Source: an optimization exercise on an open RTL-to-GDS flow (aim: small area and a short achievable clock period). Production flows keep margins and buffers that such runs may drop.
At most, simulation tests tie the RTL to the original design; equivalence was not proved.
No functional check of the RTL was part of run 1.
Power and IR drop assume default switching activity.

[config.mk]
export PLATFORM = sky130hd
export DESIGN_NAME = lc8b10b_slot
export DESIGN_NICKNAME = lc8b10b_slot
export VERILOG_FILES = /design/flow/design.v
export SDC_FILE = /design/flow/constraint.sdc
export NUM_CORES = 4
export LEC_CHECK = 0
export CAP_MARGIN = 20
export CORE_MARGIN = 2
export CORE_UTILIZATION = 40
export SLEW_MARGIN = 20
[constraint.sdc]
create_clock -name core_clock -period 175.0 [get_ports {clk}]
set_input_delay 35.0000 -clock core_clock [delete_from_list [all_inputs] [get_ports {clk}]]
set_output_delay 35.0000 -clock core_clock [all_outputs]
set_load 0.01 [all_outputs]
[design.v]
module lc8b10b_slot (
    input  wire         clk,
    input  wire         rst,         
    input  wire         in_valid,
    input  wire         in_entry,    
    input  wire [159:0] in_sym,
    output wire         out_valid,
    output reg  [159:0] out_sym,     
    output reg  [127:0] out_data,    
    output reg  [15:0]  out_k,       
    output reg  [15:0]  out_err      
);
  reg [159:0] r_sym;
  reg [15:0]  r_err, r_okn, r_dfl;
  reg         r_valid, r_entry;
  reg         st_n, st_p, st_t;
  assign out_valid = r_valid;
  wire [15:0]  okn, okp, gn, gp, dfl;    
  wire [127:0] byt;                 
  wire [15:0]  kk, a6, mfj, mgh;
  genvar g;
  generate
    for (g = 0; g < 16; g = g + 1) begin : sym
      lc_rx_sym rx (.w(in_sym[10*g +: 10]), .okn(okn[g]), .okp(okp[g]), .gn(gn[g]), .gp(gp[g]),
                    .dfl(dfl[g]));
      lc_tx_sym tx (.w(r_sym[10*g +: 10]), .byt(byt[8*g +: 8]), .kk(kk[g]),
                    .a6(a6[g]), .mfj(mfj[g]), .mgh(mgh[g]));
    end
  endgenerate
  reg [16:0] pn, pp, pt;
  reg [16:0] qn, qp, qt;
  reg [15:0] bad;
  reg [9:0]  w, msk;
  reg        nw;
  reg [159:0] sym_n;
  integer    i, l, m;
  always @* begin
    pn = {gn, st_n & ~in_entry};
    pp = {gp, st_p & ~in_entry};
    for (l = 0; l < 5; l = l + 1) begin
      qn = pn;
      qp = pp;
      for (i = 0; i < 17; i = i + 1)
        if ((i >> l) & 1) begin
          m = ((i >> l) << l) - 1;
          pn[i] = qn[i] | (~qp[i] & qn[m]);
          pp[i] = qp[i] | (~qn[i] & qp[m]);
        end
    end
    for (i = 0; i < 16; i = i + 1) begin
      bad[i] = ~((~pp[i] & okn[i]) | (~pn[i] & okp[i]));
      sym_n[10*i +: 10] = bad[i] ? 10'b0001011110 : in_sym[10*i +: 10];
    end
  end
  always @* begin
    pt = {r_dfl, st_t & ~r_entry};
    for (l = 0; l < 5; l = l + 1) begin
      qt = pt;
      for (i = 0; i < 17; i = i + 1)
        if ((i >> l) & 1) begin
          m = ((i >> l) << l) - 1;
          pt[i] = qt[i] ^ qt[m];
        end
    end
    for (i = 0; i < 16; i = i + 1) begin
      out_err[i] = r_err[i];
      out_k[i]   = kk[i];
      out_data[8*i +: 8] = byt[8*i +: 8];
      w   = r_sym[10*i +: 10];
      msk = {mfj[i], mgh[i], mgh[i], mfj[i], {6{a6[i]}}};
      nw  = ~(pt[i] ^ r_okn[i]);
      out_sym[10*i +: 10] = w ^ (msk & {10{nw}});
    end
  end
  always @(posedge clk) begin
    r_sym   <= sym_n;
    r_entry <= in_entry;
    r_err   <= bad;
    r_okn   <= okn | bad;
    r_dfl   <= dfl & ~bad;    
    if (rst) begin
      r_valid <= 1'b0;
      st_n    <= 1'b0;
      st_p    <= 1'b0;
      st_t    <= 1'b0;
    end else begin
      r_valid <= in_valid;
      if (in_valid) begin
        st_n <= pn[16];
        st_p <= pp[16];
      end
      if (r_valid)
        st_t <= pt[16];
    end
  end
endmodule
module lc_rx_sym (input wire [9:0] w, output wire okn, output wire okp, output wire gn, output wire gp, output wire dfl);
  wire new_n16, new_n17, new_n18, new_n19, new_n20, new_n21, new_n22, new_n23;
  wire new_n24, new_n25, new_n26, new_n27, new_n28, new_n29, new_n30, new_n31;
  wire new_n32, new_n33, new_n34, new_n35, new_n36, new_n37, new_n38, new_n39;
  wire new_n40, new_n41, new_n42, new_n43, new_n44, new_n45, new_n46, new_n47;
  wire new_n48, new_n49, new_n50, new_n51, new_n52, new_n53, new_n54, new_n55;
  wire new_n56, new_n57, new_n58, new_n59, new_n60, new_n61, new_n62, new_n63;
  wire new_n64, new_n65, new_n66, new_n67, new_n68, new_n69, new_n70, new_n71;
  wire new_n72, new_n73, new_n75, new_n76, new_n77, new_n78, new_n80, new_n81;
  wire new_n82, new_n83, new_n84, new_n87;
  assign new_n16 = ~w[4] & ~w[5];
  assign new_n17 = w[2] & w[3];
  assign new_n18 = w[0] & w[1];
  assign new_n19 = ~new_n17 & ~new_n18;
  assign new_n20 = ~w[0] & ~w[1];
  assign new_n21 = ~w[2] & ~w[3];
  assign new_n22 = ~new_n20 & ~new_n21;
  assign new_n23 = new_n19 & ~new_n22;
  assign new_n24 = ~new_n16 & ~new_n23;
  assign new_n25 = ~new_n19 & new_n22;
  assign new_n26 = w[4] & w[5];
  assign new_n27 = new_n17 & new_n26;
  assign new_n28 = ~new_n16 & ~new_n27;
  assign new_n29 = new_n23 & ~new_n28;
  assign new_n30 = w[2] & new_n18;
  assign new_n31 = new_n20 & new_n21;
  assign new_n32 = ~new_n30 & ~new_n31;
  assign new_n33 = ~new_n29 & new_n32;
  assign new_n34 = new_n26 & new_n33;
  assign new_n35 = ~new_n25 & ~new_n34;
  assign new_n36 = new_n24 & ~new_n35;
  assign new_n37 = w[3] & new_n30;
  assign new_n38 = ~new_n36 & ~new_n37;
  assign new_n39 = w[6] & w[7];
  assign new_n40 = w[8] & w[9];
  assign new_n41 = ~new_n39 & ~new_n40;
  assign new_n42 = ~w[6] & ~w[7];
  assign new_n43 = ~new_n41 & ~new_n42;
  assign new_n44 = w[4] & new_n25;
  assign new_n45 = new_n28 & ~new_n44;
  assign new_n46 = w[6] & ~new_n45;
  assign new_n47 = w[9] & new_n28;
  assign new_n48 = ~w[7] & ~w[8];
  assign new_n49 = ~new_n47 & new_n48;
  assign new_n50 = ~new_n46 & new_n49;
  assign new_n51 = ~new_n43 & ~new_n50;
  assign new_n52 = ~new_n38 & new_n51;
  assign new_n53 = ~new_n24 & new_n35;
  assign new_n54 = new_n38 & ~new_n53;
  assign new_n55 = ~w[8] & ~w[9];
  assign new_n56 = ~new_n42 & ~new_n55;
  assign new_n57 = ~new_n39 & ~new_n56;
  assign new_n58 = new_n16 & new_n21;
  assign new_n59 = ~new_n26 & ~new_n58;
  assign new_n60 = ~w[4] & new_n23;
  assign new_n61 = new_n59 & ~new_n60;
  assign new_n62 = ~w[6] & ~new_n61;
  assign new_n63 = ~w[9] & new_n59;
  assign new_n64 = w[7] & w[8];
  assign new_n65 = ~new_n63 & new_n64;
  assign new_n66 = ~new_n62 & new_n65;
  assign new_n67 = ~new_n57 & ~new_n66;
  assign new_n68 = new_n54 & new_n67;
  assign new_n69 = ~new_n52 & ~new_n68;
  assign new_n70 = new_n25 & ~new_n59;
  assign new_n71 = ~w[2] & new_n20;
  assign new_n72 = ~new_n37 & ~new_n71;
  assign new_n73 = ~new_n70 & new_n72;
  assign okn = ~new_n69 & new_n73;
  assign new_n75 = ~new_n51 & ~new_n53;
  assign new_n76 = new_n53 & ~new_n67;
  assign new_n77 = new_n33 & ~new_n36;
  assign new_n78 = ~new_n76 & new_n77;
  assign okp = ~new_n75 & new_n78;
  assign new_n80 = ~new_n41 & new_n56;
  assign new_n81 = new_n41 & ~new_n56;
  assign new_n82 = ~new_n80 & ~new_n81;
  assign new_n83 = new_n54 & new_n82;
  assign new_n84 = new_n38 & ~new_n80;
  assign gp = ~new_n81 & ~new_n84;
  assign gn = ~new_n83 & ~gp;
  assign new_n87 = ~new_n54 & ~new_n82;
  assign dfl = ~new_n83 & ~new_n87;
endmodule
module lc_tx_sym (input wire [9:0] w, output wire [7:0] byt, output wire kk, output wire a6, output wire mfj, output wire mgh);
  wire new_n23, new_n24, new_n25, new_n26, new_n27, new_n28, new_n29, new_n30;
  wire new_n31, new_n32, new_n33, new_n34, new_n35, new_n36, new_n37, new_n38;
  wire new_n39, new_n40, new_n41, new_n42, new_n44, new_n45, new_n46, new_n47;
  wire new_n48, new_n49, new_n50, new_n51, new_n52, new_n53, new_n54, new_n56;
  wire new_n57, new_n58, new_n59, new_n60, new_n61, new_n62, new_n63, new_n64;
  wire new_n66, new_n67, new_n68, new_n69, new_n70, new_n71, new_n72, new_n73;
  wire new_n74, new_n75, new_n76, new_n77, new_n78, new_n79, new_n80, new_n81;
  wire new_n82, new_n83, new_n85, new_n86, new_n87, new_n88, new_n89, new_n90;
  wire new_n91, new_n92, new_n93, new_n94, new_n95, new_n96, new_n98, new_n99;
  wire new_n100, new_n101, new_n102, new_n103, new_n104, new_n105, new_n106, new_n107;
  wire new_n108, new_n110, new_n111, new_n112, new_n113, new_n114, new_n115, new_n116;
  wire new_n117, new_n118, new_n119, new_n120, new_n121, new_n123, new_n124, new_n125;
  wire new_n126, new_n127, new_n128, new_n130, new_n131, new_n132, new_n133, new_n134;
  wire new_n135, new_n136, new_n138, new_n139, new_n140, new_n141, new_n142, new_n144;
  wire new_n145, new_n146, new_n147, new_n148, new_n149, new_n150, new_n151, new_n152;
  wire new_n153, new_n155, new_n156;
  assign new_n23 = ~w[2] & ~w[4];
  assign new_n24 = w[3] & w[5];
  assign new_n25 = ~w[1] & new_n24;
  assign new_n26 = ~w[3] & ~w[5];
  assign new_n27 = ~new_n24 & ~new_n26;
  assign new_n28 = w[1] & new_n27;
  assign new_n29 = ~new_n25 & ~new_n28;
  assign new_n30 = new_n23 & ~new_n29;
  assign new_n31 = w[1] & w[5];
  assign new_n32 = w[0] & ~new_n31;
  assign new_n33 = ~new_n24 & ~new_n32;
  assign new_n34 = ~new_n23 & ~new_n25;
  assign new_n35 = ~new_n33 & new_n34;
  assign new_n36 = ~w[3] & ~w[4];
  assign new_n37 = w[2] & ~new_n36;
  assign new_n38 = w[3] & ~w[5];
  assign new_n39 = ~w[0] & ~w[1];
  assign new_n40 = ~new_n38 & new_n39;
  assign new_n41 = ~new_n37 & new_n40;
  assign new_n42 = ~new_n35 & ~new_n41;
  assign byt[0] = new_n30 | ~new_n42;
  assign new_n44 = ~w[1] & ~new_n36;
  assign new_n45 = w[0] & w[2];
  assign new_n46 = new_n36 & ~new_n45;
  assign new_n47 = ~w[5] & ~new_n46;
  assign new_n48 = ~new_n44 & new_n47;
  assign new_n49 = ~w[0] & ~w[2];
  assign new_n50 = ~new_n45 & ~new_n49;
  assign new_n51 = ~new_n36 & new_n50;
  assign new_n52 = new_n36 & ~new_n50;
  assign new_n53 = w[5] & ~new_n52;
  assign new_n54 = ~new_n51 & new_n53;
  assign byt[1] = new_n48 | new_n54;
  assign new_n56 = ~w[0] & ~w[4];
  assign new_n57 = new_n24 & ~new_n32;
  assign new_n58 = ~w[4] & new_n24;
  assign new_n59 = ~w[2] & ~new_n36;
  assign new_n60 = ~new_n31 & ~new_n59;
  assign new_n61 = ~new_n58 & new_n60;
  assign new_n62 = ~new_n57 & ~new_n61;
  assign new_n63 = ~new_n56 & ~new_n62;
  assign new_n64 = ~new_n29 & new_n56;
  assign byt[2] = new_n63 | new_n64;
  assign new_n66 = ~w[0] & ~w[3];
  assign new_n67 = w[1] & new_n45;
  assign new_n68 = ~w[4] & ~new_n67;
  assign new_n69 = w[5] & new_n68;
  assign new_n70 = ~new_n66 & ~new_n69;
  assign new_n71 = w[1] & ~new_n49;
  assign new_n72 = ~new_n45 & ~new_n71;
  assign new_n73 = ~new_n70 & ~new_n72;
  assign new_n74 = ~new_n26 & ~new_n66;
  assign new_n75 = ~new_n68 & ~new_n74;
  assign new_n76 = w[0] & ~w[4];
  assign new_n77 = w[5] & new_n76;
  assign new_n78 = w[4] & ~w[5];
  assign new_n79 = ~w[1] & ~w[2];
  assign new_n80 = ~new_n66 & new_n79;
  assign new_n81 = ~new_n78 & new_n80;
  assign new_n82 = ~new_n77 & new_n81;
  assign new_n83 = ~new_n75 & ~new_n82;
  assign byt[3] = ~new_n73 & new_n83;
  assign new_n85 = w[4] & new_n27;
  assign new_n86 = ~new_n58 & new_n72;
  assign new_n87 = ~new_n85 & new_n86;
  assign new_n88 = ~w[0] & new_n79;
  assign new_n89 = ~new_n87 & ~new_n88;
  assign new_n90 = ~w[2] & w[3];
  assign new_n91 = w[5] & ~new_n90;
  assign new_n92 = w[4] & ~new_n91;
  assign new_n93 = ~new_n89 & ~new_n92;
  assign new_n94 = new_n23 & new_n26;
  assign new_n95 = ~w[4] & ~new_n94;
  assign new_n96 = new_n89 & ~new_n95;
  assign byt[4] = new_n93 | new_n96;
  assign new_n98 = ~w[7] & ~w[8];
  assign new_n99 = w[6] & ~w[9];
  assign new_n100 = ~new_n98 & ~new_n99;
  assign new_n101 = ~new_n94 & ~new_n100;
  assign new_n102 = w[8] & w[9];
  assign new_n103 = w[6] & ~w[7];
  assign new_n104 = new_n102 & ~new_n103;
  assign new_n105 = w[7] & ~w[9];
  assign new_n106 = w[6] & ~new_n105;
  assign new_n107 = new_n94 & ~new_n106;
  assign new_n108 = ~new_n104 & ~new_n107;
  assign byt[5] = new_n101 | ~new_n108;
  assign new_n110 = ~w[9] & ~new_n94;
  assign new_n111 = ~w[4] & new_n26;
  assign new_n112 = new_n110 & ~new_n111;
  assign new_n113 = new_n94 & new_n100;
  assign new_n114 = w[6] & ~new_n94;
  assign new_n115 = ~new_n113 & ~new_n114;
  assign new_n116 = ~new_n112 & new_n115;
  assign new_n117 = ~w[9] & new_n94;
  assign new_n118 = w[7] & w[8];
  assign new_n119 = ~new_n117 & new_n118;
  assign new_n120 = ~w[8] & new_n99;
  assign new_n121 = ~new_n119 & ~new_n120;
  assign byt[6] = new_n116 | ~new_n121;
  assign new_n123 = ~w[6] & w[7];
  assign new_n124 = ~new_n103 & ~new_n123;
  assign new_n125 = ~new_n94 & ~new_n124;
  assign new_n126 = ~w[8] & ~new_n125;
  assign new_n127 = ~new_n110 & ~new_n126;
  assign new_n128 = ~new_n105 & ~new_n127;
  assign byt[7] = new_n119 | new_n128;
  assign new_n130 = w[7] & new_n102;
  assign new_n131 = new_n95 & ~new_n130;
  assign new_n132 = w[2] & new_n24;
  assign new_n133 = ~w[8] & ~w[9];
  assign new_n134 = ~w[7] & new_n133;
  assign new_n135 = w[4] & ~new_n134;
  assign new_n136 = ~new_n132 & new_n135;
  assign kk = ~new_n131 & ~new_n136;
  assign new_n138 = ~w[3] & new_n78;
  assign new_n139 = ~new_n72 & ~new_n138;
  assign new_n140 = ~new_n67 & ~new_n139;
  assign new_n141 = new_n27 & new_n68;
  assign new_n142 = ~new_n140 & ~new_n141;
  assign a6 = ~new_n89 | new_n142;
  assign new_n144 = ~w[3] & new_n98;
  assign new_n145 = new_n72 & new_n144;
  assign new_n146 = ~new_n123 & ~new_n145;
  assign new_n147 = w[9] & ~new_n146;
  assign new_n148 = ~new_n102 & new_n103;
  assign new_n149 = w[3] & ~new_n72;
  assign new_n150 = w[6] & ~new_n149;
  assign new_n151 = new_n118 & ~new_n150;
  assign new_n152 = ~new_n148 & ~new_n151;
  assign new_n153 = ~new_n147 & new_n152;
  assign mfj = kk | new_n153;
  assign new_n155 = ~new_n102 & ~new_n133;
  assign new_n156 = ~new_n124 & new_n155;
  assign mgh = kk | ~new_n156;
endmodule
[flow/run.sh]
#!/bin/bash
# The standard layout (standard.sh), with three changes to how it is made:
# - synthesis maps with ABC's area-only mapping (flow/abc_map.script) instead of
#   ORFS's script, through flow/synth.tcl, which is synth_recipe.tcl with only
#   the ABC script swapped;
# - no full/half-adder extraction before ABC (ADDER_MAP_FILE empty);
# - ports are buffered with sky130_fd_sc_hd__buf_1.
# Each tool's output goes to the ORFS logs under orfs/logs; make's own output
# to flow_make.log here.
set -euo pipefail
W=$(pwd)
export FLOW_ABC_SCRIPT=$W/flow/abc_map.script
bash standard.sh "SYNTH_SCRIPT=$W/flow/synth.tcl" "ADDER_MAP_FILE=" \
  "BUFFER_PORTS_ARGS=-buffer_cell sky130_fd_sc_hd__buf_1" finish > flow_make.log 2>&1
test -s out/final.def
[flow/abc_map.script]
strash; dch; map -a; topo; stime -c
[flow/synth.tcl]
# The standard flow's synthesis script (synth_recipe.tcl) with ABC's mapping script replaced
# by the one named in FLOW_ABC_SCRIPT.
proc synth {args} { yosys synth -nofsm -noshare {*}$args }
proc abc {args} {
  set i [lsearch -exact $args -script]
  if { $i >= 0 } { lset args [expr {$i + 1}] $::env(FLOW_ABC_SCRIPT) }
  yosys abc {*}$args
}
source $::env(SCRIPTS_DIR)/synth.tcl
# left out here: clear keep_hierarchy, flatten, clean up, hide names made inside functions, write 1_2_yosys.v
[standard.sh]
#!/bin/bash
# synth_recipe.tcl (not shown) runs the flow's synth.tcl, then flattens the netlist and writes it again
# the make line also repeats each setting of config.mk as NAME=value (left out here)
make -C /OpenROAD-flow-scripts/flow DESIGN_CONFIG=/design/flow/config.mk WORK_HOME=/design/flow/orfs CLKGATE_MAP_FILE= SYNTH_SCRIPT=/design/flow/synth_recipe.tcl "${@:-finish}"
==> impl_results.md, run 1 <==
* Commonest non-fill, non-tap cell in the layout: nor2_1
* Core area at 0.0491 mm2
* Syn nets at 3585
* Most frequent cells in the layout: nor2_1, clkinv_1, buf_1, nand2_1, a21oi_1
* Tightest Pin Transition at 1.02 ns
* Worst clock skew at 0.0130 ns
* Library cells used by synthesis at just over 40
* Crit path DAT at slightly above 5 ns
* Seq/Total Area, Yosys at a little over a fifth
* Wirelength per Cell at 14.5 um
* Met2 Use GR at 39.3%
* Die H at approximately 230 um
* Final hold vios at 0
* Vias in the first global route at between 20k and 25k
* Non-Filler Instances at 4612
* Clock root buffer: clkbuf_16
* Nets at approximately 4k
* Longest Clk Path Bufs at 3
* R2R setup slack at approximately 170 ns
* #FFs+latches synth at 213
* Final Routed Wirelength at 67.0 mm
* Post-CTS Setup Inserts at 0
* Post-DR vias/cell at 5.19
* Hold Buf Count CTS at 0
* Share of post-route cells with drive strength above 1 at 2.84%
* Max-slew headroom at 31.3%
* Largest net degree at the start of global routing at 14
* Hold Slack at 0.463 ns
* Post-synth ARST share at 0%
* Busiest grt layer: met2
* Gpl congestion at 0.980
* Pins Over Slew Limit at 0
* Period utilization at ~23%
* Global-route wire length before repair at 104 mm
* Remaining Overflow, GRT at 0
* Max cap viols at 0
* Die W at 227 um
* Total Routing Usage GR at 24.5%
* Synthesis Warnings at 1
* CP max FO at 6
* Tmin final at 40.13 ns
* Netlist Area Pre-Place at 0.0199 mm2
* P_leak at 8.51 nW
* Mean Syn Cell Area at 5.82 um2
* Drt first pass iters at 6
* Number of flops mapped to enable cells by yosys at 0
* Power density over cell area at 17.5 mW/mm2
* Port-buffer cells at 484
* Initial core utilization at about two fifths
* H-tree Lvls at 1
* Post-Place Cells at 4553
* HP Class: flop to flop
* Worst skew pair latency at 0.56 ns
* Post-route ant nets at 0
* CTS tree: built
* Unrepaired setup endpoints after global routing: false
* Syn Inst Count at approximately 3.4k
* Clock sink count at 213
* Global-route met1 utilization at 32.9%
* Peak supply drop at slightly below 20 uV
* Met3 usage at 5.15%
* Drt drc at 0
* Total number of vias at 23.9k
* Critical Path Source Type: flop
* Main synth FF type: dfxtp_1
* Die area at 0.0515 mm2
* Setup TNS at 0 ns
* Setup Crit Path Kind: flop to primary output
* Final setup vio count at 0
* Worst-path clk slew at 0.06 ns
* I/O Pins at 485
* Area grow syn2layout at 17.8%
* Post-layout util at 47.8%
* Dpl hpwl at 55.7 mm
* Req. time, crit path at between 100 and 150 ns
* Post-cts resize count at 0
* FMAX at between 20 and 25 MHz
* Initial antenna violation count at 13
* Cts bufs inserted at 28
* CP endpoint kind: primary output
* # rows at ~80
* Status: timing/DRC/antenna clean
* Iteration-0 DRC Markers at 1656
[registers in the layout, indices dropped and copies added (netlist names)]
name / count
r_okn: 16
r_valid: 1
r_err: 16
st_t: 1
r_dfl: 16
r_entry: 1
r_sym: 160
st_p: 1
st_n: 1
[Yosys cell counts, drive strengths merged, types with 2 or more instances]
cell,count,area share (%)
xor2,188,8.3
o22ai,35,1.1
o2111ai,4,0.18
a311oi,4,0.18
a22oi,71,2.7
o211ai,74,2.8
a221oi,16,0.70
dfxtp,213,21
a31oi,22,0.69
and2,15,0.57
o22a,5,0.25
nor4,30,0.94
clkinv,661,12
nand3,60,1.5
a2111o,3,0.17
o31ai,11,0.41
nand2,378,7.1
o221a,3,0.17
o21bai,3,0.11
o21ai,241,6.1
o31a,9,0.45
a21boi,3,0.11
o311ai,6,0.26
o21a,13,0.49
nor3,67,1.7
a21oi,317,8.0
xnor2,19,0.84
a22o,2,0.10
buf,16,0.60
a32oi,2,0.088
o221ai,42,1.8
a211oi,26,0.98
nor2,830,16
or2,25,0.79
[per-layer routing]
layer | vias up | share of wire (%) | wire length, um
li1 | 12415 | - | -
met1 | 10611 | 46 | 30500
met2 | 787 | 44 | 29300
met3 | 116 | 7.9 | 5310
met4 | 12 | 2.7 | 1790
met5 | - | 0.11 | 72
[report_power, final]
part	leakage [nW]	switching [W]	internal, W
logic	6.27	0.000193	0.0000872
registers	1.76	0.0000118	0.0000572
clock network	0.482	0.0000230	0.0000382
total	8.51	0.000228	0.000183
[cell families after synthesis]
kind of cell | share of synthesized area, %
mux | 0.0503
flops | 21.4
compound gates | 27.9
buf+inv | 13.1
simple gates | 28.4
xor+xnor | 9.11
[worst max-delay path: stages (launching register included)]
cell and delay [ns]:
dfxtp_1 0.34, clkinv_1 0.15, nor2_1 0.22, nand2_1 0.10, nand2_1 0.16, nand2_1 0.07, nand2_1 0.28, clkinv_1 0.18
xor2_2 0.72, xnor2_1 0.25, xor2_1 0.33, xor2_1 0.39, xnor2_1 0.22, clkinv_1 0.12, or2_2 0.33, o211ai_1 0.33
xor2_1 0.20, buf_1 0.17
[stage by stage]
stage               setup WS (ns)  cell area, um2  total power (W)
detailed placement         134.63           22400         0.000351
CTS                        134.67           23400         0.000414
floorplan                  136.37           19900         0.000245
global placement           134.84           22400         0.000351
finish                     134.87           23400         0.000411
global route               134.40           23400         0.000446
[final timing paths]
check / start / endpoint / cells after the start
min: r_valid / st_t / 1
max reg2reg: st_t / st_t / 14
max: st_t / out_sym[152] / 17
min reg2reg: r_valid / st_t / 1
[final cells by class]
cell class	instances	area (um2)
diodes	7	17.5
repair buffers	484	1820
multi-input cells	2531	13000
clock inverters	15	189
well taps	664	831
inverters	661	2480
fillers	5368	25600
clock buffers	37	806
flip-flops and latches	213	4260
==> run 2, diff against run 1 <==
--- a/design.v
+++ b/design.v
@@ -27,48 +27,57 @@
                     .a6(a6[g]), .mfj(mfj[g]), .mgh(mgh[g]));
     end
   endgenerate
-  reg [16:0] pn, pp, pt;
-  reg [16:0] qn, qp, qt;
+  reg [15:0] gn2, gp2, qn, qp, ft, qt;    
+  reg [15:0] pn, pp;                      
   reg [15:0] bad;
+  reg        sn, sp, t0;
   reg [9:0]  w, msk;
   reg        nw;
   reg [159:0] sym_n;
   integer    i, l, m;
   always @* begin
-    pn = {gn, st_n & ~in_entry};
-    pp = {gp, st_p & ~in_entry};
-    for (l = 0; l < 5; l = l + 1) begin
-      qn = pn;
-      qp = pp;
-      for (i = 0; i < 17; i = i + 1)
+    gn2 = gn;
+    gp2 = gp;
+    for (l = 0; l < 4; l = l + 1) begin
+      qn = gn2;
+      qp = gp2;
+      for (i = 0; i < 16; i = i + 1)
         if ((i >> l) & 1) begin
           m = ((i >> l) << l) - 1;
-          pn[i] = qn[i] | (~qp[i] & qn[m]);
-          pp[i] = qp[i] | (~qn[i] & qp[m]);
+          gn2[i] = qn[i] | (~qp[i] & qn[m]);
+          gp2[i] = qp[i] | (~qn[i] & qp[m]);
         end
     end
+    sn = st_n & ~in_entry;
+    sp = st_p & ~in_entry;
+    pn = {gn2[14:0] | (~gp2[14:0] & {15{sn}}), sn};
+    pp = {gp2[14:0] | (~gn2[14:0] & {15{sp}}), sp};
     for (i = 0; i < 16; i = i + 1) begin
       bad[i] = ~((~pp[i] & okn[i]) | (~pn[i] & okp[i]));
       sym_n[10*i +: 10] = bad[i] ? 10'b0001011110 : in_sym[10*i +: 10];
     end
   end
   always @* begin
-    pt = {r_dfl, st_t & ~r_entry};
-    for (l = 0; l < 5; l = l + 1) begin
-      qt = pt;
-      for (i = 0; i < 17; i = i + 1)
+    ft = r_dfl;
+    for (l = 0; l < 4; l = l + 1) begin
+      qt = ft;
+      for (i = 0; i < 16; i = i + 1)
         if ((i >> l) & 1) begin
           m = ((i >> l) << l) - 1;
-          pt[i] = qt[i] ^ qt[m];
+          ft[i] = qt[i] ^ qt[m];
         end
     end
+    t0 = st_t & ~r_entry;
     for (i = 0; i < 16; i = i + 1) begin
       out_err[i] = r_err[i];
       out_k[i]   = kk[i];
       out_data[8*i +: 8] = byt[8*i +: 8];
       w   = r_sym[10*i +: 10];
       msk = {mfj[i], mgh[i], mgh[i], mfj[i], {6{a6[i]}}};
-      nw  = ~(pt[i] ^ r_okn[i]);
+      if (i == 0)
+        nw = ~(t0 ^ r_okn[i]);
+      else
+        nw = ~(ft[i-1] ^ (t0 ^ r_okn[i]));
       out_sym[10*i +: 10] = w ^ (msk & {10{nw}});
     end
   end
@@ -86,11 +95,11 @@
     end else begin
       r_valid <= in_valid;
       if (in_valid) begin
-        st_n <= pn[16];
-        st_p <= pp[16];
+        st_n <= gn2[15] | (~gp2[15] & sn);
+        st_p <= gp2[15] | (~gn2[15] & sp);
       end
       if (r_valid)
-        st_t <= pt[16];
+        st_t <= t0 ^ ft[15];
     end
   end
 endmodule
--- a/flow/run.sh
+++ b/flow/run.sh
@@ -1,6 +1,6 @@
 #!/bin/bash
 # The standard layout (standard.sh), with three changes to how it is made:
-# - synthesis maps with ABC's area-only mapping (flow/abc_map.script) instead of
+# - synthesis maps with ABC's &nf mapper (flow/abc_map.script) instead of
 #   ORFS's script, through flow/synth.tcl, which is synth_recipe.tcl with only
 #   the ABC script swapped;
 # - no full/half-adder extraction before ABC (ADDER_MAP_FILE empty);
==> flow/abc_map.script (replaced) <==
strash; &get -n; &nf -R 1000; &put; topo; stime -c
==> impl_results.md, run 2 <==
* Status: timing/DRC/antenna clean
* Internal at 0.000210 W (+15%)
* R2R setup slack at 172.23 ns (+1.10 ns)
* Port-buffer cells at 484 (unchanged)
* Mean Syn Cell Area at 6.88 um2 (+18%)
* Critical path cell sequence: buf_1 > and2_0 > a31oi_1 > o31ai_1 > clkinv_1 > a21oi_1 > o31ai_1 > o21ai_0 > o21a_1 > o31ai_1 > o21ai_0 > clkinv_1 > o21ai_1 > clkinv_1 > nor2_1 > nor3_1 > a21oi_1 > or2_0
* Post-CTS Setup Inserts at 0 (unchanged)
* Iteration-0 DRC Markers at 1532 (-7.5%)
* CP max FO at 12 (+6)
* Clock group share of total power at 13.7% (-1.2 points)
* CTS tree: built
* Drt first pass iters at 5 (-1)
* Design Power at 0.000443 W (+7.9%)
* Clock sink count at 213 (unchanged)
* I/O Pins at 485 (unchanged)
* Seq pwr share at 17.4% (+0.6 points)
* Die area at 0.0513 mm2 (-0.52%)
* Die H at 226 um (-0.26%)
* Gpl congestion at 0.919 (-6.3%)
* R2R Path End: st_t
* Vias in the first global route at 20.8k (-0.49%)
* Initial antenna violation count at 14 (+1)
* Remaining Overflow, GRT at 0 (unchanged)
* Post-cts resize count at 0 (unchanged)
* Synthesis Warnings at 1 (unchanged)
* Max stage delay on crit path at 0.88 ns (+0.16 ns)
* Max FFs per register at 160 (unchanged)
* Fillers at 5098 (-5.0%)
* Design area at 0.0234 mm2 (-0.21%)
* Share of post-route cells with drive strength above 1 at 1.74% (-1.1 points)
* Critical Path Source Type: input port
* Crit-path leading delay family: compound AO/OA/AOI/OAI gates
* Final Routed Wirelength at 67.9 mm (+1.4%)
* Syn nets at 3042 (-15%)
* Tightest Pin Transition at 1.09 ns (+0.0680 ns)
* Final setup vio count at 0 (unchanged)
* Seq/Total Area, Yosys at 21.5% (+0.11 points)
* Nets at 3543 (-13%)
* Post-DR vias/cell at 5.75 (+11%)
* Net Sw Frac at 52.5% (-3.0 points)
* Number of flops mapped to enable cells by yosys at 0 (unchanged)
* Post-Place Cell Area at 0.0224 mm2 (-0.36%)
* Longest Clk Path Bufs at 3 (unchanged)
* Req. time, crit path at 175.50 ns (+35.50 ns)
* #FFs+latches synth at 213 (unchanged)
* Wirelength per Cell at 16.7 um (+15%)
* Logic pwr share at 68.9% (+0.6 points)
* FMAX at 25.1 MHz (+0.71%)
* Setup TNS at 0 ns (unchanged)
* Initial core utilization at 40.5% (-0.047 points)
* CP max-delay cell: o21ai_1
* Stages on worst setup path at 18 (+1)
* HP Class: flop to flop
* Netlist Area Pre-Place at 0.0198 mm2 (-0.53%)
* CP endpoint kind: flop
* Synth top area share at 21.5% (+0.11 points)
* Max-slew headroom at 26.9% (-4.4 points)
* NetSw at 0.000233 W (+2.0%)
* Unrepaired setup endpoints after global routing: false
* Peak supply drop at 20.3 uV (+5.0%)
* Post-route ant nets at 0 (unchanged)
* H-tree Lvls at 1 (unchanged)
* Cts bufs inserted at 28 (unchanged)
* Worst clock skew at 0.0220 ns (+0.00897 ns)
* Area grow syn2layout at 18.2%
* P_leak at 7.76 nW (-8.8%)
* Clock root buffer: clkbuf_16
* Most frequent cell after synthesis: nor2_1
* Power density over cell area at 18.9 mW/mm2 (+8.1%)
* Most frequent cells in the layout: buf_1, nor2_1, nand2_1, a21oi_1, xnor2_1
* Die W at 226 um (-0.26%)
* Drt drc at 0 (unchanged)
* Main synth FF type: dfxtp_1
* Top cell type by total area after synthesis: dfxtp_1
* Buf/Inv on CP at 4 (unchanged)
* Worst skew pair latency at 0.56 ns (about the same)
* Setup Crit Path Kind: input port to flop
* Largest net degree at the start of global routing at 18 (+4)
* # rows at 81 (unchanged)
* Post-layout util at 47.9% (+0.098 points)
* Pins Over Slew Limit at 0 (unchanged)
* Crit path DAT at 40.35 ns (+35.22 ns)
* Top post-synthesis cells by area: dfxtp_1, xnor2_1, a21oi_1, nor2_1, nand2_1
* Total Routing Usage GR at 24.8% (+0.33 points)
* Hold Path Sink: st_t
* Library cells used by synthesis at 40 (-2.4%)
* Period utilization at 22.8% (-0.16 points)
* Tmin final at 39.85 ns (-0.282 ns)
* Critical R2R Launch: r_dfl[0]
* Commonest non-fill, non-tap cell in the layout: buf_1
* Post-synth ARST share at 0% (unchanged)
* Dpl hpwl at 53.3 mm (-4.3%)
* Final hold vios at 0 (unchanged)
* Hold Buf Count CTS at 0 (unchanged)
* Hold depth at 2 (+1)
* Total number of vias at 23.4k (-2.3%)
* Core area at 0.0488 mm2 (-0.41%)
* Reg with most FFs: r_sym
* Depth of the most critical reg-to-reg path at 7 (-7)
* Worst-path clk slew at 0.06 ns (about the same)
* Syn Inst Count at 2878 (-16%)
* Global-route wire length before repair at 106 mm (+1.9%)
* Commonest cells in the netlist: nor2_1, nand2_1, a21oi_1
* PnR worst setup slack at 135.15 ns (+0.282 ns)
* Hold_sp: st_t
* Max cap viols at 0 (unchanged)
* Worst slack at placement at 134.50 ns (-0.134 ns)
==> run 2: changes by cell type in the layout (fill, tap and decap cells not counted), sizes merged, moves of 60 or more <==
cell    change
a211oi     +71
and2       +60
clkinv    -581
nand2b    +104
nor2      -481
nor2b     +101
o211ai     -67
o31ai      +99
xnor2     +211
xor2      -161
==> run 2: worst max-delay path by stage <==
stage	slack [ns]	end	startpoint
after floorplan	136.35	r_sym[131]	in_sym[5]
after global placement	134.69	r_dfl[13]	in_sym[4]
after detailed placement	134.50	r_sym[137]	in_sym[4]
after CTS	135.11	r_sym[137]	in_sym[4]
after global routing	134.42	r_sym[130]	in_sym[4]
final	135.15	r_sym[132]	in_sym[4]
==> run 2: cell families (layout without fill, tap and decap cells) <==
group           after synthesis  count (layout)  synth area share [%]
mux                           3               3                 0.152
flops                       213             213                  21.5
other cells                   0               7                     0
compound gates             1089            1089                  35.6
simple gates               1219            1219                  29.2
buf+inv                      97             619                  2.14
xor+xnor                    257             257                  11.4
==> run 2: per-stage QoR <==
stage                     hold slack (ns)  cells
after floorplan                     0.452   2878
after global placement              0.490   4012
after detailed placement            0.489   4012
after CTS                           0.513   4063
after global routing                0.554   4070
final                               0.513   4071
==> run 2: tightest hold or removal path, delay by kind of cell, from the launching register on <==
kind / cells / cell delay [ns]
DFF: 1 / 0.33
muxes: 1 / 0.07
and+or+nand+nor: 1 / 0.07
==> run 2: layout make-up <==
cell class	instances	area, um2	area share [%]
multi-input cells	2568	15200	64.8
flip-flops and latches	213	4260	18.2
repair buffers	487	1840	7.85
well taps	664	831	3.55
clock buffers	39	823	3.52
inverters	81	304	1.30
clock inverters	12	168	0.717
diodes	7	17.5	0.0749
==> run 2: routing by layer <==
metal | global-route usage, % | wire length (um)
met2 | 41.7 | 31700
met1 | 31.5 | 29200
met5 | 0 | 106
met4 | 8.64 | 2320
met3 | 5.03 | 4590
==> run 2: power by group through the flow <==
stage | clock network (W) | registers [W] | logic (W)
floorplan | 0 | 0.0000722 | 0.000203
global placement | 0 | 0.0000771 | 0.000301
detailed placement | 0 | 0.0000773 | 0.000304
CTS | 0.0000623 | 0.0000763 | 0.000306
global route | 0.0000644 | 0.0000790 | 0.000335
finish | 0.0000608 | 0.0000770 | 0.000305
==> run 3, diff against run 2 <==
--- a/flow/run.sh
+++ b/flow/run.sh
@@ -11,5 +11,5 @@
 W=$(pwd)
 export FLOW_ABC_SCRIPT=$W/flow/abc_map.script
 bash standard.sh "SYNTH_SCRIPT=$W/flow/synth.tcl" "ADDER_MAP_FILE=" \
-  "BUFFER_PORTS_ARGS=-buffer_cell sky130_fd_sc_hd__buf_1" finish > flow_make.log 2>&1
+  "BUFFER_PORTS_ARGS=-buffer_cell sky130_fd_sc_hd__buf_1" SETUP_SLACK_MARGIN=136 finish > flow_make.log 2>&1
 test -s out/final.def
==> impl_results.md, run 3 <==
* Setup TNS at 0 ns (unchanged)
* CTS tree: built
* Port-buffer cells at 484 (unchanged)
* Tmin final at 38.56 ns (-1.29 ns)
* Initial core utilization at 40.5% (unchanged)
* Drt drc at 0 (unchanged)
* Post-route ant nets at 0 (unchanged)
* Post-Place Cells at 4012 (unchanged)
* Max FFs per register at 160 (unchanged)
* I/O Pins at 485 (unchanged)
* Pins Over Slew Limit at 0 (unchanged)
* Clock root buffer: clkbuf_16
* CP endpoint kind: flop
* Drt first pass iters at 5 (unchanged)
* Wirelength per Cell at 16.7 um (+0.13%)
* Multi-input gate area at 0.0153 mm2 (+0.69%)
* Worst skew pair latency at 0.56 ns (about the same)
* Worst clock skew at 0.0226 ns (+0.000564 ns)
* Die W at 226 um (unchanged)
* Worst slack at placement at 134.50 ns (unchanged)
* Design Power at 0.000451 W (+1.8%)
* Final hold vios at 0 (unchanged)
* Non-Filler Instances at 4079 (+0.20%)
* Commonest non-fill, non-tap cell in the layout: buf_1
* Main synth FF type: dfxtp_1
* Sequential cell area at 0.00426 mm2 (unchanged)
* Post-synth ARST share at 0% (unchanged)
* H-tree Lvls at 1 (unchanged)
* Share of post-route cells with drive strength above 1 at 2.35% (+0.61 points)
* Core area at 0.0488 mm2 (unchanged)
* # rows at 81 (unchanged)
* Max-slew headroom at 27.2% (+0.29 points)
* Req. time, crit path at 175.43 ns (-0.07 ns)
* Syn nets at 3042 (unchanged)
* Final Routed Wirelength at 68.1 mm (+0.32%)
* Synthesis Warnings at 1 (unchanged)
* Remaining Overflow, GRT at 0 (unchanged)
* Number of flops mapped to enable cells by yosys at 0 (unchanged)
* Worst-path clk slew at 0.06 ns (about the same)
* CP max FO at 12 (unchanged)
* Clock sink count at 213 (unchanged)
* Peak supply drop at 20.4 uV (+0.65%)
* Seq/Total Area, Yosys at 21.5% (unchanged)
* Fillers at 5097 (-0.020%)
* #FFs+latches synth at 213 (unchanged)
* Max cap viols at 0 (unchanged)
* Most frequent cell after synthesis: nor2_1
* Iteration-0 DRC Markers at 1399 (-8.7%)
* Post-DR vias/cell at 5.74 (about the same)
* Total number of vias at 23.4k (+0.11%)
* Cts bufs inserted at 28 (unchanged)
* Gpl congestion at 0.919 (unchanged)
* Nets at 3550 (+0.20%)
* Netlist Area Pre-Place at 0.0198 mm2 (unchanged)
* Crit path DAT at 38.99 ns (-1.36 ns)
* P_leak at 7.83 nW (+0.88%)
* Die H at 226 um (unchanged)
* Initial antenna violation count at 14 (unchanged)
* Die area at 0.0513 mm2 (unchanged)
* Period utilization at 22.0% (-0.74 points)
* Synth top area share at 21.5% (unchanged)
* Setup Crit Path Kind: input port to flop
* Top cell type by total area after synthesis: dfxtp_1
* Total Routing Usage GR at 24.8% (about the same)
* Power density over cell area at 19.1 mW/mm2 (+0.92%)
* Final setup vio count at 0 (unchanged)
* Unrepaired setup endpoints after global routing: false
* PnR worst setup slack at 136.44 ns (+1.29 ns)
* Most frequent cells in the layout: buf_1, nor2_1, nand2_1, a21oi_1, xnor2_1
* Longest Clk Path Bufs at 3 (unchanged)
* Mean Syn Cell Area at 6.88 um2 (unchanged)
* Reg with most FFs: r_sym
* Top post-synthesis cells by area: dfxtp_1, xnor2_1, a21oi_1, nor2_1, nand2_1
* Critical path cell sequence: buf_1 > and2_0 > a31oi_1 > o31a_1 > a21oi_1 > nor3_1 > a21o_1 > o21ai_0 > a21boi_0 > o21ai_0 > o21ai_2 > clkinv_1 > o21ai_4 > buf_12 > a21oi_1 > a211oi_1 > a31oi_4 > or2_0
* Global-route wire length before repair at 106 mm (about the same)
* Largest net degree at the start of global routing at 18 (unchanged)
* FMAX at 25.9 MHz (+3.3%)
* HP Class: flop to flop
* Vias in the first global route at 20.8k (+0.17%)
* Status: timing/DRC/antenna clean
* Depth of the most critical reg-to-reg path at 4 (-3)
* Library cells used by synthesis at 40 (unchanged)
* Commonest cells in the netlist: nor2_1, nand2_1, a21oi_1
* Hold depth at 2 (unchanged)
* Tightest Pin Transition at 1.08 ns (-0.00424 ns)
* Dpl hpwl at 53.3 mm (unchanged)
* Area grow syn2layout at 19.2%
* Max stage delay on crit path at 0.42 ns (-0.46 ns)
* CP max-delay cell: a211oi_1
* Critical Path Source Type: input port
* Post-layout util at 48.3% (+0.40 points)
* Syn Inst Count at 2878 (unchanged)
* Hold Buf Count CTS at 0 (unchanged)
run 3: cell counts after synthesis:
Identical to the previous run, type by type.
run 3: kinds of logic after synthesis:
logic type	Yosys count	synth area share (%)
muxes	3	0.152
AOI/OAI and AO/OA	1089	35.6
xor gates and xnor gates	257	11.4
and+or+nand+nor	1219	29.2
DFF	213	21.5
buffers and inverters	97	2.14
run 3: where the power goes:
| group | switching [W] | internal [W] |
|---|---|---|
| Clock | 0.0000224 | 0.0000384 |
| Combinational | 0.000193 | 0.000121 |
| Sequential | 0.0000201 | 0.0000569 |
| Total | 0.000235 | 0.000216 |
run 3: path summary, 6_finish.rpt:
kind	start	to	slack, ns
max	in_sym[34]	r_sym[104]	136.44
min	st_t	st_t	0.51
max reg2reg	st_n	r_sym[76]	172.62
min reg2reg	st_t	st_t	0.51
run 3: cell type report:
cell class              count  area share [%]
diodes                      8          0.0848
clock buffers              39            3.49
clock inverters            12           0.711
inverters                  81            1.29
multi-input cells        2568            64.7
flip-flops and latches    213            18.1
well taps                 664            3.52
repair buffers            494            8.17
run 3: per-stage QoR:
step           hold WS [ns]  cell area [um2]
2_1_floorplan         0.452            19800
3_3_place_gp          0.490            22400
3_5_place_dp          0.489            22400
4_1_cts               0.513            23400
5_1_grt               0.554            23600
6_report              0.514            23600
run 3: worst max-delay path, delay by kind of cell:
| kind | cells | cell delay [ns] |
|---|---|---|
| simple gates | 3 | 0.56 |
| compound gates | 12 | 2.90 |
| buf+inv | 3 | 0.53 |
run 3: timing repair:
item,CTS,global route
gates resized for setup,8,16
endpoints found under the setup margin,152,119
pin swaps,0,3
setup buffers,0,7
run 3: per-layer routing:
| metal | vias up | part of all wire [%] | GRT usage, % |
|---|---|---|---|
| met5 | - | 0.12 | 0 |
| met4 | 14 | 3.3 | 8.66 |
| met3 | 134 | 6.6 | 5.04 |
| met2 | 698 | 47 | 41.7 |
| met1 | 10872 | 43 | 31.5 |
| li1 | 11696 | - | - |
==> run 4, diff against run 3 <==
--- a/config.mk
+++ b/config.mk
@@ -8,4 +8,6 @@
 export CAP_MARGIN = 20
 export CORE_MARGIN = 2
 export CORE_UTILIZATION = 40
+export CTS_BUF_LIST = sky130_fd_sc_hd__clkbuf_8
+export CTS_CLUSTER_SIZE = 30
 export SLEW_MARGIN = 20
==> impl_results.md, run 4 <==
* Final Routed Wirelength at 68.2 mm (+0.23%)
* Syn Inst Count at 2878 (unchanged)
* Gpl congestion at 0.919 (unchanged)
* Status: timing/DRC/antenna clean
* Tmin final at 38.59 ns (+0.0290 ns)
* Depth of the most critical reg-to-reg path at 4 (unchanged)
* CP max FO at 12 (unchanged)
* Syn nets at 3042 (unchanged)
* Stages on worst setup path at 18 (unchanged)
* Max stage delay on crit path at 0.42 ns (about the same)
* Worst Setup SP: in_sym[34]
* Total number of vias at 23.5k (+0.47%)
* Pins Over Slew Limit at 0 (unchanged)
* Seq/Total Area, Yosys at 21.5% (unchanged)
* Largest net degree at the start of global routing at 18 (unchanged)
* Die W at 226 um (unchanged)
* Critical path cell sequence: buf_1 > and2_0 > a31oi_1 > o31a_1 > a21oi_1 > nor3_1 > a21o_1 > o21ai_0 > a21boi_0 > o21ai_0 > o21ai_2 > clkinv_1 > o21ai_4 > buf_4 > a21oi_1 > a211oi_1 > a31oi_4 > or2_0
* Period utilization at 22.1% (about the same)
* Hold_sp: st_t
* I/O Pins at 485 (unchanged)
* CP endpoint kind: flop
* Dpl hpwl at 53.3 mm (unchanged)
* Final setup vio count at 0 (unchanged)
* Peak supply drop at 20.3 uV (-0.62%)
* Clock root buffer: clkbuf_8
* Reg with most FFs: r_sym
* HP Class: flop to flop
* Met2 Use GR at 41.6% (-0.12 points)
* CTS tree: built
* Synth top area share at 21.5% (unchanged)
* Top post-synthesis cells by area: dfxtp_1, xnor2_1, a21oi_1, nor2_1, nand2_1
* Buf/Inv on CP at 3 (unchanged)
* Final hold vios at 0 (unchanged)
* Global-route met1 utilization at 31.5% (about the same)
* H-tree Lvls at 2 (+1)
* Busiest grt layer: met2
* Drt drc at 0 (unchanged)
* Initial core utilization at 40.5% (unchanged)
* Post-synth ARST share at 0% (unchanged)
* Most frequent cell after synthesis: nor2_1
* Global-route wire length before repair at 106 mm (+0.24%)
* Initial antenna violation count at 14 (unchanged)
* Mean Syn Cell Area at 6.88 um2 (unchanged)
* Commonest cells in the netlist: nor2_1, nand2_1, a21oi_1
* Nets at 3563 (+0.37%)
* Main synth FF type: dfxtp_1
* Setup TNS at 0 ns (unchanged)
* Power density over cell area at 18.8 mW/mm2 (-1.5%)
* CP max-delay cell: a211oi_1
* Library cells used by synthesis at 40 (unchanged)
* R2R setup slack at 172.62 ns (about the same)
* Die H at 226 um (unchanged)
* Clock sink count at 213 (unchanged)
* Unrepaired setup endpoints after global routing: false
* Crit path DAT at 39.05 ns (+0.06 ns)
* Port-buffer cells at 484 (unchanged)
* Multi-input gate area at 0.0152 mm2 (about the same)
* Iteration-0 DRC Markers at 1454 (+3.9%)
* P_leak at 7.84 nW (+0.12%)
* Critical R2R Launch: st_p
* Tightest Pin Transition at 1.10 ns (+0.0129 ns)
* Critical Path Source Type: input port
* Worst-path clk slew at 0.06 ns (about the same)
* Cts bufs inserted at 41 (+46%)
* Number of flops mapped to enable cells by yosys at 0 (unchanged)
* Max cap viols at 0 (unchanged)
* Remaining Overflow, GRT at 0 (unchanged)
* Hold depth at 2 (unchanged)
* Drt first pass iters at 8 (+3)
* Wirelength per Cell at 16.6 um (-0.33%)
* Req. time, crit path at 175.46 ns (+0.03 ns)
* # rows at 81 (unchanged)
* Max-slew headroom at 26.3% (-0.87 points)
* Fillers at 5126 (+0.57%)
* Netlist Area Pre-Place at 0.0198 mm2 (unchanged)
* Vias in the first global route at 20.9k (+0.25%)
* #FFs+latches synth at 213 (unchanged)
* Area grow syn2layout at 18.5%
* Max FFs per register at 160 (unchanged)
* Most frequent cells in the layout: buf_1, nor2_1, nand2_1, a21oi_1, xnor2_1
* Met3 usage at 5.92% (+0.88 points)
* Longest Clk Path Bufs at 3 (unchanged)
* Total Routing Usage GR at 25.1% (+0.22 points)
* Design Power at 0.000442 W (-2.1%)
* Synthesis Warnings at 1 (unchanged)
* Core area at 0.0488 mm2 (unchanged)
* Crit-path leading delay family: compound AO/OA/AOI/OAI gates
* FMAX at 25.9 MHz (about the same)
* Post-DR vias/cell at 5.73 (about the same)
* Share of post-route cells with drive strength above 1 at 2.68% (+0.33 points)
* Worst skew pair latency at 0.59 ns (+0.03 ns)
* Die area at 0.0513 mm2 (unchanged)
* Commonest non-fill, non-tap cell in the layout: buf_1
* Post-route ant nets at 0 (unchanged)
* Sequential cell area at 0.00426 mm2 (unchanged)
* Hold Buf Count CTS at 0 (unchanged)
* Setup Crit Path Kind: input port to flop
* Top cell type by total area after synthesis: dfxtp_1
* Worst clock skew at 0.0227 ns (+0.000164 ns)
run 4: cell count changes in the layout (fill, tap and decap cells not counted), moves of 2 or more:
cell | before | now
clkinvlp_4 | 3 | 1
clkbuf_16 | 29 | 0
clkbuf_8 | 6 | 53
inv_1 | 0 | 13
bufinv_16 | 4 | 2
clkbuf_1 | 4 | 0
run 4: cell families (layout without fill, tap and decap cells):
kind of cell           count (synthesis)  after routing  synth area share [%]
AO/OA/AOI/OAI                       1089           1089                  35.6
multiplexers                           3              3                 0.152
XOR/XNOR                             257            257                  11.4
AND/OR/NAND/NOR                     1219           1219                  29.2
flip-flops                           213            213                  21.5
other                                  0              8                     0
buffers and inverters                 97            649                  2.14
run 4: routing by layer:
layer  wire length (um)  share of wire, %
met1              29300                43
met2              31900                47
met3               4650               6.8
met4               2340               3.4
met5                 92              0.13
run 4: through the flow:
step	cells	hold WS (ns)	instance area, um2	setup slack, ns	utilization [%]
after floorplan	2878	0.452	19800	136.35	-
after detailed placement	4012	0.489	22400	134.50	45.8
final	4102	0.513	23500	136.41	48.0
after global placement	4012	0.490	22400	134.69	45.8
after CTS	4086	0.513	23300	136.05	47.6
after global routing	4100	0.555	23400	136.01	48.0
run 4: cell type report:
cell class / count / share of cell area, %
clock inverter: 21 / 0.603
tap: 664 / 3.54
inverter: 81 / 1.30
clock buffer: 53 / 3.11
timing repair buffer: 494 / 8.16
antenna: 8 / 0.0854
sequential: 213 / 18.2
multi-input combinational: 2568 / 65.0
run 4: timing repair:
action / 4_1_cts / 5_1_grt
setup buffers: 0 / 7
gates resized for setup: 7 / 15
setup endpoints to repair: 162 / 112
pin swaps: 0 / 2
run 4: worst reg2reg max path: cells and delay by family (launching register included):
family,cells,cell delay (ns)
simple gates,2,1.09
compound gates,2,0.91
flops,1,0.35
run 4: path summary, 6_finish.rpt:
check / to
setup / recovery: r_sym[104]
hold / removal: st_t
setup reg to reg: r_sym[43]
hold reg to reg: st_t
run 4: where the power goes:
part           internal [W]  switching (W)  leakage [nW]
Combinational      0.000121       0.000192          5.59
Sequential        0.0000569      0.0000201          1.75
Clock             0.0000300      0.0000222         0.498
==> run 5, diff against run 4 <==
--- a/config.mk
+++ b/config.mk
@@ -8,6 +8,6 @@
 export CAP_MARGIN = 20
 export CORE_MARGIN = 2
 export CORE_UTILIZATION = 40
-export CTS_BUF_LIST = sky130_fd_sc_hd__clkbuf_8
+export CTS_BUF_LIST = sky130_fd_sc_hd__clkbuf_4
 export CTS_CLUSTER_SIZE = 30
 export SLEW_MARGIN = 20
==> impl_results.md, run 5 <==
* Critical Path Sink: r_sym[134]
* Post-Place Cell Area at 0.0224 mm2 (unchanged)
* Library cells used by synthesis at 40 (unchanged)
* Top cell type by total area after synthesis: dfxtp_1
* Status: timing/DRC/antenna clean
* Buf/Inv on CP at 4 (+1)
* Logic pwr share at 71.8% (+1.1 points)
* Design area at 0.0233 mm2 (-0.79%)
* Crit path DAT at 39.29 ns (+0.24 ns)
* R2R setup slack at 172.66 ns (+0.04 ns)
* Reg with most FFs: r_sym
* Wirelength per Cell at 16.5 um (-0.81%)
* Share of post-route cells with drive strength above 1 at 3.18% (+0.50 points)
* Drt first pass iters at 6 (-2)
* Drt drc at 0 (unchanged)
* Final setup vio count at 0 (unchanged)
* Global-route met1 utilization at 31.3% (-0.15 points)
* Hold_sp: st_t
* Largest net degree at the start of global routing at 18 (unchanged)
* Core area at 0.0488 mm2 (unchanged)
* Worst Setup SP: in_sym[4]
* # rows at 81 (unchanged)
* Clock sink count at 213 (unchanged)
* Period utilization at 22.1% (about the same)
* Max stage delay on crit path at 0.40 ns (-0.02 ns)
* Syn nets at 3042 (unchanged)
* Fillers at 5162 (+0.70%)
* Setup TNS at 0 ns (unchanged)
* Remaining Overflow, GRT at 0 (unchanged)
* Worst slack at placement at 134.50 ns (unchanged)
* Post-synth ARST share at 0% (unchanged)
* PnR worst setup slack at 136.38 ns (-0.0270 ns)
* Final Routed Wirelength at 68.2 mm (about the same)
* Critical Path Source Type: input port
* Max FFs per register at 160 (unchanged)
* Pins Over Slew Limit at 0 (unchanged)
* Final hold vios at 0 (unchanged)
* CP max FO at 12 (unchanged)
* Port-buffer cells at 484 (unchanged)
* Vias in the first global route at 21.0k (+0.69%)
* Peak supply drop at 20.4 uV (+0.26%)
* Max-slew headroom at 26.6% (+0.33 points)
* Total number of vias at 23.6k (+0.42%)
* Power density over cell area at 18.6 mW/mm2 (-1.2%)
* Clock root buffer: clkbuf_4
* Commonest cells in the netlist: nor2_1, nand2_1, a21oi_1
* Worst-path clk slew at 0.06 ns (about the same)
* Die W at 226 um (unchanged)
* Syn Inst Count at 2878 (unchanged)
* Post-DR vias/cell at 5.72 (-0.31%)
* Met2 Use GR at 41.4% (-0.22 points)
* Nets at 3577 (+0.39%)
* Gpl congestion at 0.919 (unchanged)
* Synth top area share at 21.5% (unchanged)
* Die area at 0.0513 mm2 (unchanged)
* Mean Syn Cell Area at 6.88 um2 (unchanged)
* Depth of the most critical reg-to-reg path at 4 (unchanged)
* CTS tree: built
* Iteration-0 DRC Markers at 1512 (+4.0%)
* Total Routing Usage GR at 25.1% (about the same)
* Netlist Area Pre-Place at 0.0198 mm2 (unchanged)
* Sequential cell area at 0.00426 mm2 (unchanged)
* Top post-synthesis cells by area: dfxtp_1, xnor2_1, a21oi_1, nor2_1, nand2_1
* Stages on worst setup path at 19 (+1)
* Setup Crit Path Kind: input port to flop
* HP Class: flop to flop
* Global-route wire length before repair at 107 mm (about the same)
* Most frequent cells in the layout: buf_1, nor2_1, nand2_1, a21oi_1, xnor2_1
* Dpl hpwl at 53.3 mm (unchanged)
* FMAX at 25.9 MHz (about the same)
* CP max-delay cell: o21ai_4
* Initial core utilization at 40.5% (unchanged)
* Cts bufs inserted at 59 (+44%)
* CP endpoint kind: flop
* P_leak at 7.75 nW (-1.2%)
* Seq pwr share at 17.8% (+0.4 points)
* Critical path cell sequence: buf_1 > and2_0 > a31oi_1 > o31ai_1 > clkinv_1 > a21oi_1 > o31ai_1 > o21ai_0 > o21a_1 > o31ai_1 > o21ai_2 > clkinv_1 > o21ai_4 > clkinv_1 > nor2_1 > nor3_1 > nor4_1 > a21oi_2 > or2_0
* Worst clock skew at 0.0352 ns (+0.0124 ns)
* I/O Pins at 485 (unchanged)
* Seq/Total Area, Yosys at 21.5% (unchanged)
* Worst skew pair latency at 0.79 ns (+0.20 ns)
* Max cap viols at 0 (unchanged)
* Crit-path leading delay family: compound AO/OA/AOI/OAI gates
* Number of flops mapped to enable cells by yosys at 0 (unchanged)
* Critical R2R Launch: st_n
* Met3 usage at 5.77% (-0.16 points)
* Net Sw Frac at 54.2% (+1.2 points)
* #FFs+latches synth at 213 (unchanged)
* Unrepaired setup endpoints after global routing: false
* Main synth FF type: dfxtp_1
* Post-route ant nets at 0 (unchanged)
* Req. time, crit path at 175.67 ns (+0.21 ns)
* Longest Clk Path Bufs at 3 (unchanged)
* Initial antenna violation count at 15 (+1)
* Most frequent cell after synthesis: nor2_1
* Tmin final at 38.62 ns (+0.0270 ns)
* R2R Path End: r_sym[76]
* Die H at 226 um (unchanged)
* Internal at 0.000198 W (-4.4%)
* Tightest Pin Transition at 1.09 ns (-0.00492 ns)
* Commonest non-fill, non-tap cell in the layout: buf_1
* Multi-input gate area at 0.0152 mm2 (-0.12%)
* Clock group share of total power at 10.5% (-1.3 points)
* NetSw at 0.000235 W (+0.18%)
* Busiest grt layer: met2
* H-tree Lvls at 2 (unchanged)
* Hold Buf Count CTS at 0 (unchanged)
* Synthesis Warnings at 1 (unchanged)
* Area grow syn2layout at 17.6%
==> run 5: cell counts after synthesis <==
No cell type changed its count.
==> run 5: kinds of logic after synthesis <==
logic type | share of synthesized area (%)
buffers and inverters | 2.14
DFF | 21.5
xor gates and xnor gates | 11.4
AOI/OAI and AO/OA | 35.6
muxes | 0.152
and+or+nand+nor | 29.2
==> run 5: routing by layer <==
metal | vias to the layer above | routed length, um
li1 | 11809 | -
met1 | 10936 | 29300
met2 | 704 | 31700
met3 | 160 | 4580
met4 | 14 | 2610
met5 | - | 84
==> run 5: how the worst min path moves through the flow <==
stage          endpoint  slack [ns]  cells past startpoint
2_1_floorplan      st_t        0.45                      2
3_3_place_gp       st_t        0.49                      2
3_5_place_dp       st_t        0.49                      2
4_1_cts            st_t        0.51                      2
5_1_grt            st_t        0.56                      2
6_report           st_t        0.51                      2
==> run 5: worst reg2reg max path, delay by kind of cell, from the launching register on <==
family             cells  cell delay, ns
AOI/OAI and AO/OA      2            0.92
and+or+nand+nor        2            1.02
DFF                    1            0.35
==> run 5: power by group through the flow <==
stage | clock, W | combinational [W] | sequential (W)
global placement | 0 | 0.000301 | 0.0000771
floorplan | 0 | 0.000203 | 0.0000722
detailed placement | 0 | 0.000304 | 0.0000773
finish | 0.0000453 | 0.000311 | 0.0000770
CTS | 0.0000473 | 0.000310 | 0.0000763
global route | 0.0000499 | 0.000340 | 0.0000789
==> run 5: through the flow <==
stage	total power, W	utilization (%)	std cells	hold WS, ns
floorplan	0.000275	-	2878	0.452
global placement	0.000378	45.8	4012	0.490
detailed placement	0.000382	45.8	4012	0.489
CTS	0.000433	47.4	4121	0.514
global route	0.000469	47.6	4130	0.555
finish	0.000433	47.6	4132	0.511
==> run 5: layout make-up <==
class	instances	share of cell area, %
Multi-Input combinational cell	2568	65.5
Sequential cell	213	18.3
Timing Repair Buffer	490	8.04
Tap cell	664	3.57
Clock buffer	75	2.42
Inverter	81	1.31
Clock inverter	31	0.769
Antenna cell	10	0.108
==> run 5: timing repair <==
action / CTS / global route
hold endpoints to repair: 0 / 0
buffers inserted: 3 / 0
pin swaps: 1 / 0
setup endpoints to repair: 176 / 98
gates resized for setup: 4 / 11
==> run 6, diff against run 5 <==
--- a/config.mk
+++ b/config.mk
@@ -9,5 +9,5 @@
 export CORE_MARGIN = 2
 export CORE_UTILIZATION = 40
 export CTS_BUF_LIST = sky130_fd_sc_hd__clkbuf_4
-export CTS_CLUSTER_SIZE = 30
+export CTS_CLUSTER_SIZE = 20
 export SLEW_MARGIN = 20
==> impl_results.md, run 6 <==
* Status: timing/DRC/antenna clean
* Total Routing Usage GR at 25.1% (+0.040 points)
* Pins Over Slew Limit at 0 (unchanged)
* Req. time, crit path at 140.00 ns (-35.67 ns)
* Drt drc at 0 (unchanged)
* Clock sink count at 213 (unchanged)
* Worst clock skew at 0.0462 ns (+0.0110 ns)
* Share of post-route cells with drive strength above 1 at 3.27% (+0.087 points)
* Gpl congestion at 0.919 (unchanged)
* CP max FO at 8 (-4)
* Synth top area share at 21.5% (unchanged)
* Post-Place Cell Area at 0.0224 mm2 (unchanged)
* FMAX at 25.9 MHz (about the same)
* Final Routed Wirelength at 68.4 mm (+0.24%)
* Hold Buf Count CTS at 0 (unchanged)
* Max cap viols at 0 (unchanged)
* Largest net degree at the start of global routing at 18 (unchanged)
* H-tree Lvls at 2 (unchanged)
* Netlist Area Pre-Place at 0.0198 mm2 (unchanged)
* # rows at 81 (unchanged)
* Port-buffer cells at 484 (unchanged)
* Post-layout util at 47.7% (about the same)
* Logic pwr share at 71.6% (-0.2 points)
* CTS tree: built
* Most frequent cells in the layout: buf_1, nor2_1, nand2_1, a21oi_1, xnor2_1
* Die W at 226 um (unchanged)
* Cts bufs inserted at 59 (unchanged)
* Final setup vio count at 0 (unchanged)
* Die area at 0.0513 mm2 (unchanged)
* Initial core utilization at 40.5% (unchanged)
* Total number of vias at 23.6k (+0.0085%)
* Area grow syn2layout at 17.6% (about the same)
* Setup TNS at 0 ns (unchanged)
* Commonest cells in the netlist: nor2_1, nand2_1, a21oi_1
* Tmin final at 38.62 ns (+0.00700 ns)
* Max FFs per register at 160 (unchanged)
* Crit path DAT at 3.62 ns (-35.67 ns)
* Power density over cell area at 18.6 mW/mm2 (+0.11%)
* Top post-synthesis cells by area: dfxtp_1, xnor2_1, a21oi_1, nor2_1, nand2_1
* Remaining Overflow, GRT at 0 (unchanged)
* Global-route wire length before repair at 107 mm (about the same)
* Setup Crit Path Kind: flop to primary output
* Syn nets at 3042 (unchanged)
* Nets at 3577 (unchanged)
* Clock group share of total power at 10.6% (about the same)
* Number of flops mapped to enable cells by yosys at 0 (unchanged)
* Syn Inst Count at 2878 (unchanged)
* Post-DR vias/cell at 5.72 (about the same)
* Commonest non-fill, non-tap cell in the layout: buf_1
* Post-synth ARST share at 0% (unchanged)
* Wirelength per Cell at 16.5 um (+0.24%)
* Worst skew pair latency at 0.81 ns (+0.02 ns)
* Post-route ant nets at 0 (unchanged)
* CP endpoint kind: primary output
* Initial antenna violation count at 15 (unchanged)
* Longest Clk Path Bufs at 3 (unchanged)
* Unrepaired setup endpoints after global routing: false
* Seq/Total Area, Yosys at 21.5% (unchanged)
* Critical Path Source Type: flop
* Clock root buffer: clkbuf_4
* Peak supply drop at 20.2 uV (-0.70%)
* Tightest Pin Transition at 1.07 ns (-0.0204 ns)
* Dpl hpwl at 53.3 mm (unchanged)
* Main synth FF type: dfxtp_1
* Iteration-0 DRC Markers at 1504 (-0.53%)
* Internal at 0.000199 W (+0.22%)
* Max-slew headroom at 28.0% (+1.4 points)
* Synthesis Warnings at 1 (unchanged)
* P_leak at 7.75 nW (+0.10%)
* I/O Pins at 485 (unchanged)
* Period utilization at 22.1% (about the same)
* Design area at 0.0233 mm2 (about the same)
* HP Class: flop to flop
* Worst-path clk slew at 0.07 ns (about the same)
* Core area at 0.0488 mm2 (unchanged)
* Mean Syn Cell Area at 6.88 um2 (unchanged)
* Net Sw Frac at 54.2% (about the same)
* Design Power at 0.000434 W (+0.15%)
* Library cells used by synthesis at 40 (unchanged)
* Top cell type by total area after synthesis: dfxtp_1
* Drt first pass iters at 7 (+1)
* Die H at 226 um (unchanged)
* #FFs+latches synth at 213 (unchanged)
* Final hold vios at 0 (unchanged)
* NetSw at 0.000235 W (about the same)
* Most frequent cell after synthesis: nor2_1
* Vias in the first global route at 21.0k (+0.029%)
* Hold Slack at 0.515 ns (+0.00394 ns)
* Reg with most FFs: r_sym
* Seq pwr share at 17.7% (about the same)
==> run 6: cell count changes in the layout (fill, tap and decap cells not counted), sizes merged <==
cell    before  now
clkbuf      76   78
clkinv     108  107
inv          1    0
==> run 6: final timing paths <==
path,startpoint,endpoint,slack [ns],depth (start not counted)
max,r_dfl[0],out_sym[111],136.38,10
min,st_t,st_t,0.51,2
max reg2reg,st_n,r_sym[76],172.62,4
min reg2reg,st_t,st_t,0.51,2
==> run 6: cells by family (layout without fill, tap and decap cells) <==
group,Yosys count,in the layout,synth area share (%)
AO/OA/AOI/OAI,1089,1089,35.6
XOR/XNOR,257,257,11.4
buffers and inverters,97,677,2.14
flip-flops,213,213,21.5
multiplexers,3,3,0.152
other,0,10,0
AND/OR/NAND/NOR,1219,1219,29.2
==> run 6: timing repair <==
| action | CTS | global route |
|---|---|---|
| resized for setup | 4 | 11 |
| setup buffers | 3 | 0 |
| endpoints found under the setup margin | 176 | 98 |
| pin swaps | 1 | 0 |
| hold endpoints to repair | 0 | 0 |
==> run 6: area by class of cell <==
class | count | area (um2)
Sequential cell | 213 | 4260
Antenna cell | 10 | 25.0
Tap cell | 664 | 831
Clock inverter | 29 | 174
Fill cell | 5164 | 25600
Timing Repair Buffer | 490 | 1870
Inverter | 81 | 304
Multi-Input combinational cell | 2568 | 15200
Clock buffer | 77 | 578
==> run 6: worst max-delay path, cell delays in order (launching register included) <==
cell and delay (ns):
dfxtp_1 0.35, xnor2_2 0.20, xnor2_2 0.58, xnor2_4 0.19
buf_12 0.17, xnor2_1 0.10, xnor2_1 0.33, o31ai_1 0.23
clkbuf_2 0.21, xnor2_1 0.28, buf_1 0.19
==> run 6: metrics by stage <==
step,std cells,setup WS (ns)
6_report,4132,136.38
3_3_place_gp,4012,134.69
3_5_place_dp,4012,134.50
5_1_grt,4130,135.97
4_1_cts,4121,136.07
2_1_floorplan,2878,136.35
==> run 6: routing by layer <==
layer,GRT usage [%],part of all wire (%),up-vias
li1,-,-,11788
met1,31.4,43,10938
met2,41.5,46,732
met3,5.78,7.0,153
met4,10.4,3.7,14
met5,0,0.15,-
==> run 6: power groups by stage <==
stage	Clock, W	Sequential [W]	Combinational [W]
final	0.0000462	0.0000770	0.000311
after global routing	0.0000504	0.0000789	0.000340
after CTS	0.0000481	0.0000763	0.000310
after detailed placement	0	0.0000773	0.000304
after global placement	0	0.0000771	0.000301
after floorplan	0	0.0000722	0.000203

-- static timing again, ports no longer ideal --
The results above use ideal ports. As a check the final layouts listed here were re-extracted and re-timed, cells and wires unchanged. Step 1, drivers: a clkbuf_16 drives clk and a buf_2 each remaining input, both assumed. Step 2 times the ports against the registers' clock, not the clock port: input delays grow and output delays shrink by t, the midpoint of the rising clock arrivals with the driver on. Slacks: ideal ports / drivers / drivers and shift; pairs: ideal ports / drivers.
run | t (ns) | setup WS [ns] | latest minus earliest clock arrival (ns) | slew at the worst register clock pin (ns)
run 1 | 0.611 | 134.869 / 134.809 / 134.859 | 0.016 / 0.015 | 0.06 / 0.06
run 2 | 0.606 | 135.151 / 135.183 / 134.577 | 0.025 / 0.024 | 0.06 / 0.06
run 3 | 0.604 | 136.440 / 136.432 / 135.866 | 0.026 / 0.026 | 0.06 / 0.06
run 4 | 0.633 | 136.411 / 136.381 / 135.807 | 0.028 / 0.028 | 0.07 / 0.07
run 5 | 0.817 | 136.384 / 136.352 / 135.593 | 0.046 / 0.046 | 0.09 / 0.09
run 6 | 0.838 | 136.377 / 136.327 / 135.598 | 0.066 / 0.066 | 0.09 / 0.09
After both steps every run listed still meets setup and hold. For run 5, which loses most, drivers alone change the setup slack by -0.032 ns; drivers and shift together by -0.791 ns.
